This is an optimization exercise on Yosys and OpenROAD, whose aim is small area and a short achievable clock period, not a production implementation.
Only simulation tests tie the RTL to the original design; equivalence was not proved.
Power figures rest on the tool's default switching activity, not on a simulated workload.

`flow/constraint.sdc`:
```
create_clock -name core_clock -period 28.0 [get_ports {clk}]
set_input_delay 5.6000 -clock core_clock [delete_from_list [all_inputs] [get_ports {clk}]]
set_output_delay 5.6000 -clock core_clock [all_outputs]
set_load 0.01 [all_outputs]
```
`flow/design.v`:
```
module sojor_arbiter (
    input  wire        clk,
    input  wire        rst,         
    input  wire [6:0]  cfg_nth,     
    input  wire [7:0]  req,         
    input  wire [7:0]  live,        
    input  wire [7:0]  withdraw,    
    input  wire [31:0] flits,       
    input  wire        busy,        
    output reg  [7:0]  gnt,         
    output wire [2:0]  park,
    output wire        park_v,
    output wire [2:0]  hold_in,
    output wire        hold_v,
    output wire [3:0]  ratchet,     
    output wire [6:0]  gcount
);
    reg [2:0]  age_q     [0:7];
    reg [11:0] wait_q    [0:7];
    reg [3:0]  ratchet_q [0:7];
    reg [2:0]  park_q;
    reg        park_v_q;
    reg [2:0]  hold_q;
    reg        hold_v_q;
    reg [3:0]  hold_len_q;         
    reg [6:0]  gcount_q;
    reg [2:0]  age_d     [0:7];
    reg [11:0] wait_d    [0:7];
    reg [3:0]  ratchet_d [0:7];
    reg [2:0]  park_d;
    reg        park_v_d;
    reg [2:0]  hold_d;
    reg        hold_v_d;
    reg [3:0]  hold_len_d;
    reg [6:0]  gcount_d;
    wire [7:0] askers = req & live;
    wire [6:0] nth = (cfg_nth < 7'd4)  ? 7'd4 :
                     (cfg_nth > 7'd64) ? 7'd64 : cfg_nth;
    reg  [2:0]  w;             
    reg  [6:0]  gc_next;
    reg  [3:0]  rat_next;
    reg  [2:0]  best_age_i;
    reg  [2:0]  best_wait_i;
    reg         found;
    reg  [5:0]  best_key;
    reg  [11:0] best_wait;
    integer     i;
    always @* begin
        for (i = 0; i < 8; i = i + 1) begin
            age_d[i]     = age_q[i];
            wait_d[i]    = wait_q[i];
            ratchet_d[i] = ratchet_q[i];
        end
        park_d     = park_q;
        park_v_d   = park_v_q;
        hold_d     = hold_q;
        hold_v_d   = hold_v_q;
        hold_len_d = hold_len_q;
        gcount_d   = gcount_q;
        gnt        = 8'd0;
        w          = 3'd0;
        gc_next    = 7'd0;
        rat_next   = 4'd0;
        found      = 1'b0;
        best_key   = 6'd0;
        best_age_i = 3'd0;
        for (i = 0; i < 8; i = i + 1) begin
            if (askers[i] && (!found || {age_q[i], i[2:0]} > best_key)) begin
                found      = 1'b1;
                best_key   = {age_q[i], i[2:0]};
                best_age_i = i[2:0];
            end
        end
        found       = 1'b0;
        best_wait   = 12'd0;
        best_wait_i = 3'd0;
        for (i = 0; i < 8; i = i + 1) begin
            if (askers[i] && (!found || wait_q[i] >= best_wait)) begin
                found       = 1'b1;
                best_wait   = wait_q[i];
                best_wait_i = i[2:0];
            end
        end
        if (busy) begin
            for (i = 0; i < 8; i = i + 1)
                if (askers[i] && wait_q[i] != 12'd4095)
                    wait_d[i] = wait_q[i] + 12'd1;
        end else if (hold_v_q) begin
            for (i = 0; i < 8; i = i + 1)
                if (askers[i] && i[2:0] != hold_q && wait_q[i] != 12'd4095)
                    wait_d[i] = wait_q[i] + 12'd1;
            if (askers[hold_q]) begin
                gnt[hold_q] = 1'b1;
                rat_next = ratchet_q[hold_q] + 4'd1;
                if (rat_next == hold_len_q) begin
                    ratchet_d[hold_q] = 4'd0;
                    hold_v_d = 1'b0;
                    park_d   = hold_q;
                    park_v_d = 1'b1;
                end else begin
                    ratchet_d[hold_q] = rat_next;
                end
            end
        end else if (askers != 8'd0) begin
            if (park_v_q && askers == (8'd1 << park_q)) begin
                w = park_q;                           
            end else begin
                gc_next = gcount_q + 7'd1;
                if (gc_next >= nth) begin
                    gcount_d = 7'd0;
                    w = best_wait_i;
                end else begin
                    gcount_d = gc_next;
                    w = best_age_i;
                end
                for (i = 0; i < 8; i = i + 1)
                    if (askers[i] && i[2:0] != w && age_q[i] != 3'd7)
                        age_d[i] = age_q[i] + 3'd1;
            end
            for (i = 0; i < 8; i = i + 1)
                if (askers[i] && i[2:0] != w && wait_q[i] != 12'd4095)
                    wait_d[i] = wait_q[i] + 12'd1;
            age_d[w]  = 3'd0;
            wait_d[w] = 12'd0;
            if (!withdraw[w]) begin
                gnt[w]   = 1'b1;
                park_d   = w;
                park_v_d = 1'b1;
                if (flits[4*w +: 4] > 4'd1) begin
                    hold_d       = w;
                    hold_v_d     = 1'b1;
                    hold_len_d   = flits[4*w +: 4];
                    ratchet_d[w] = 4'd1;
                end
            end
        end
        if (rst)
            gnt = 8'd0;
    end
    always @(posedge clk) begin
        if (rst) begin
            for (i = 0; i < 8; i = i + 1) begin
                age_q[i]     <= 3'd0;
                wait_q[i]    <= 12'd0;
                ratchet_q[i] <= 4'd0;
            end
            park_q     <= 3'd0;
            park_v_q   <= 1'b0;
            hold_q     <= 3'd0;
            hold_v_q   <= 1'b0;
            hold_len_q <= 4'd0;
            gcount_q   <= 7'd0;
        end else begin
            for (i = 0; i < 8; i = i + 1) begin
                age_q[i]     <= age_d[i];
                wait_q[i]    <= wait_d[i];
                ratchet_q[i] <= ratchet_d[i];
            end
            park_q     <= park_d;
            park_v_q   <= park_v_d;
            hold_q     <= hold_d;
            hold_v_q   <= hold_v_d;
            hold_len_q <= hold_len_d;
            gcount_q   <= gcount_d;
        end
    end
    assign park    = park_q;
    assign park_v  = park_v_q;
    assign hold_in = hold_q;
    assign hold_v  = hold_v_q;
    assign ratchet = hold_v_q ? ratchet_q[hold_q] : 4'd0;
    assign gcount  = gcount_q;
endmodule
```
`flow/config.mk`:
```
export PLATFORM = sky130hd
export DESIGN_NAME = sojor_arbiter
export DESIGN_NICKNAME = sojor_arbiter
export VERILOG_FILES = /design/flow/design.v
export SDC_FILE = /design/flow/constraint.sdc
export NUM_CORES = 4
export LEC_CHECK = 0
export CAP_MARGIN = 20
export CORE_MARGIN = 2
export CORE_UTILIZATION = 40
export SLEW_MARGIN = 20
```
`flow/run.sh`:
```
#!/bin/bash
# synth_recipe.tcl (not shown) runs the flow's synth.tcl, then flattens the netlist and writes it again
# the make line also repeats each setting of config.mk as NAME=value (left out here)
make -C /OpenROAD-flow-scripts/flow DESIGN_CONFIG=/design/flow/config.mk WORK_HOME=/design/flow/orfs CLKGATE_MAP_FILE= SYNTH_SCRIPT=/design/flow/synth_recipe.tcl finish
```
==> run notes <==
metrics by stage:
stage / std cells / power, W / util, % / hold WS [ns] / worst slack [ns]
2_1_floorplan: 1768 / 0.000548 / - / 0.424 / 2.93
3_3_place_gp: 2250 / 0.000663 / 44.8 / 0.436 / 0.568
3_5_place_dp: 2250 / 0.000667 / 44.8 / 0.453 / 0.126
4_1_cts: 2282 / 0.000931 / 46.7 / 0.469 / 0.122
5_1_grt: 2285 / 0.000987 / 46.8 / 0.492 / 0.194
6_report: 2285 / 0.000934 / 46.8 / 0.468 / 1.37
state kept, by name (all words and copies together) (netlist names):
signal      count
age_q          24
gcount_q        7
hold_len_q      4
hold_q          3
hold_v_q        1
park_q          3
park_v_q        1
ratchet_q      32
wait_q         96
where the power goes:
group	internal (W)	switching (W)
registers	0.000261	0.0000237
clock network	0.000148	0.000115
logic	0.000133	0.000253
total	0.000543	0.000391
how the worst max path moves through the flow:
stage	from	slack, ns	endpoint
6_report	req[0]	1.37	gnt[4]
5_1_grt	req[0]	0.19	gnt[4]
4_1_cts	req[0]	0.12	gnt[4]
3_5_place_dp	req[0]	0.13	gnt[4]
3_3_place_gp	live[0]	0.57	gnt[2]
2_1_floorplan	req[0]	2.93	gnt[2]
cells in the mapped netlist (10+ instances only):
cell type | count | area share (%)
xor2_1 | 24 | 1.5
o21a_1 | 13 | 0.71
nand3_1 | 77 | 2.8
or3_1 | 25 | 1.1
inv_1 | 97 | 2.6
o21ai_0 | 95 | 3.4
nor2_1 | 171 | 4.7
clkbuf_1 | 56 | 1.5
nand2b_1 | 13 | 0.59
a311oi_1 | 26 | 1.7
mux2_2 | 38 | 3.1
a211oi_1 | 10 | 0.54
dfxtp_1 | 171 | 25
xnor2_1 | 55 | 3.5
a21oi_1 | 142 | 5.2
buf_2 | 10 | 0.36
a21o_1 | 11 | 0.60
mux2i_1 | 43 | 3.1
a31oi_1 | 21 | 0.95
and3_1 | 21 | 0.95
nand2_1 | 196 | 5.3
ha_1 | 147 | 13
nand4_1 | 26 | 1.2
and2_1 | 28 | 1.3
nor3_1 | 53 | 1.9
metal layers:
metal	GRT usage [%]	vias to the layer above	wire, µm	part of all wire (%)
li1	-	6550	-	-
met1	33.1	6383	20100	46
met2	39.8	412	20200	46
met3	3.98	79	2770	6.3
met4	6.80	0	911	2.1
met5	0	-	0	0
cell usage in the layout, fill, tap and decap left out, types with 6 or more instances in the layout:
master	count
nand2_1	196
nor2_1	171
dfxtp_1	171
ha_1	147
a21oi_1	142
inv_1	97
o21ai_0	95
clkdlybuf4s50_1	91
nand3_1	76
xnor2_1	55
nor3_1	53
mux2i_1	43
mux2_2	38
and2_1	27
nand4_1	26
a311oi_1	26
or3_1	25
xor2_1	24
and3_1	21
a31oi_1	20
clkbuf_16	17
buf_4	17
o21a_1	13
nand2b_1	13
a21o_1	11
a211oi_1	10
nor2b_1	9
o211ai_1	9
nor4_1	9
a32oi_1	9
nand4b_1	9
a31o_2	8
a22oi_1	8
a222oi_1	8
nor3b_1	8
a2111oi_0	7
o31ai_1	6
timing repair:
| item | CTS | global route |
|---|---|---|
| endpoints found under the setup margin | 0 | 8 |
| setup buffers | 0 | 1 |
| resized for setup | 0 | 3 |
cell type report:
| type | instances | area (µm²) | area share, % |
|---|---|---|---|
| Inverter | 101 | 379 | 2.40 |
| Timing Repair Buffer | 110 | 1060 | 6.70 |
| Clock inverter | 13 | 178 | 1.13 |
| Sequential cell | 171 | 3420 | 21.7 |
| Tap cell | 448 | 561 | 3.55 |
| Clock buffer | 19 | 453 | 2.87 |
| Multi-Input combinational cell | 1423 | 9720 | 61.6 |
kinds of logic (layout without fill, tap and decap cells):
| kind of cell | after synthesis | count (layout) |
|---|---|---|
| AO/OA/AOI/OAI | 445 | 445 |
| XOR/XNOR | 80 | 80 |
| adder cells (fa/ha/maj) | 147 | 147 |
| buffers and inverters | 174 | 243 |
| flip-flops | 171 | 171 |
| multiplexers | 84 | 84 |
| AND/OR/NAND/NOR | 667 | 667 |
worst max-delay path, delay by kind of cell:
kind,cells,cell delay (ns)
AOI/OAI and AO/OA,32,7.26
muxes,5,1.90
and+or+nand+nor,7,1.50
buffers and inverters,10,2.76
adders and majority gates,7,1.99
==> impl_metrics.py <==
metrics = {
    "outcome": {
        "status": "no timing/DRC/antenna violations",
    },
    "clock_tree": {
        "cts_tree": "done",
        "clk_pin_slew_ns": 0.07,
        "cts_sinks": 171,
        "numCtsBuffers": 17,
        "cts_hold_buf": 0,
        "clk_latency_ns": 0.45,
        "cts_buffer_depth": 2,
        "ctsRootBufferMaster": "clkbuf_16",
        "cts_max_level": 4,
    },
    "final_layout": {
        "syn_to_final_growth_pct": 14.4,
        "fill_cells": 3425,
        "drive_gt1_share_pct": 7.62,
        "finalNetCount": 2037,
        "diodes": 0,
        "design_area_um2": 15800,
    },
    "sta": {
        "rsz0062_at_grt": "false",
        "finalSetupTns_ns": 0,
        "max_freq_mhz": 37.6,
        "finalHoldViolations": 0,
        "period_share_pct": 95.1,
        "finalCriticalPeriod_ns": 26.63,
        "skew_ns": 0.0116,
        "tightest_slew_ns": 0.991,
        "relSlewSlack_pct": 33.5,
        "setup_violations": 0,
        "slew_viol_final": 0,
    },
    "flow_run": {
        "drv_cap": 0,
    },
    "yosys": {
        "synthArstFlopShare_pct": 0,
        "postSynthCellCount": 1768,
        "seq_area_frac_synth_pct": 24.8,
        "yosysUniqueCellTypes": 90,
        "synth_nets": 1981,
        "yosys_warnings": 7,
        "synth_edf_count": 0,
        "syn_area_um2": 13800,
        "synth_compound_area_share_pct": 21.9,
        "yosys.area_share.adder_pct": 13.3,
        "synthXorXnorAreaFrac_pct": 5.19,
        "synth_top_family_by_area": "simple AND/OR/NAND/NOR gates",
        "synth-simple-area-share_pct": 23.0,
        "synthMuxAreaShare_pct": 6.66,
        "ys_ff_latch": 171,
        "avgSynthCellArea_um2": 7.80,
        "ys.flop_type": "dfxtp_1",
    },
    "worst_hold_path": {
        "hp-start": "ratchet_q[3][0]",
        "min_to": "ratchet_q[3][0]",
        "hold_depth": 2,
        "hp-class": "flop to flop",
    },
    "worst_setup_path": {
        "critical_path_class": "input port to output pin",
        "cp-start-kind": "input port",
        "reg2reg_from": "wait_q[0][2]",
        "crit_fanout": 27,
        "endpoint_kind": "output pin",
        "max_stage_delay_ns": 0.63,
        "rr_endpoint": "wait_q[7][8]",
        "slowest_stage": "clkdlybuf4s50_1",
        "reg2reg_slack_ns": 12.25,
        "reg2reg_depth": 62,
        "critical_path_required_ns": 22.40,
        "cp.arrival_ns": 21.03,
    },
    "global_route": {
        "antenna_found_initial": 0,
        "grt_pass1_wl_mm": 69.2,
        "grt_pass1_vias": 12386,
        "gr-total-overflow": 0,
        "grt_usage_pct": 24.3,
        "grt_max_degree": 69,
    },
    "die": {
        "rows": 67,
        "coreArea_um2": 33700,
        "die_h_um": 190,
        "ios": 93,
        "start_util_pct": 40.9,
        "fp.dieArea_um2": 36000,
        "die_width_um": 190,
    },
    "place": {
        "dpl_cell_area_um2": 15100,
        "dp_hpwl_mm": 33.5,
        "gp_congestion": 0.923,
        "portBuffers": 92,
    },
    "drt": {
        "vias": 13424,
        "dr.first_iter.drc_count": 1115,
        "routedWlPerCell_um": 19.3,
        "viasPerCell": 5.87,
        "totalWireLength_mm": 44.0,
        "antenna_left": 0,
        "dr.pass1.iters": 6,
        "drc_errors": 0,
    },
    "power_and_ir_drop": {
        "p_leak_nw": 5.83,
        "irDropWorstVdd_v": 0.0000469,
        "powerDensity_nw_per_um2": 59.2,
    },
}

what the ideal ports hide:
In the flow no input, the clock included, has a driving cell. The finished layout below was timed again as built, in two steps.
Step 1 assumes that a clkbuf_16 drives the clock port and a buf_2 every other input.
Step 2 times the ports against the registers' clock, not the clock port: input delays grow and output delays shrink by t, the midpoint of the rising clock arrivals with the driver on.
a / b / c = no drivers / after step 1 / after step 2; a / b = the first two.
shift t [ns]: 0.498
setup WS [ns]: 1.370 / 1.346 / 1.346
hold slack, ns: 0.468 / 0.468 / 0.468
worst setup path after step 2: input to output
worst data-port slew with drivers (ns): 0.07
After both steps this run still meets setup and hold. For this run, drivers alone change the setup slack by -0.024 ns; drivers and shift together by -0.024 ns.
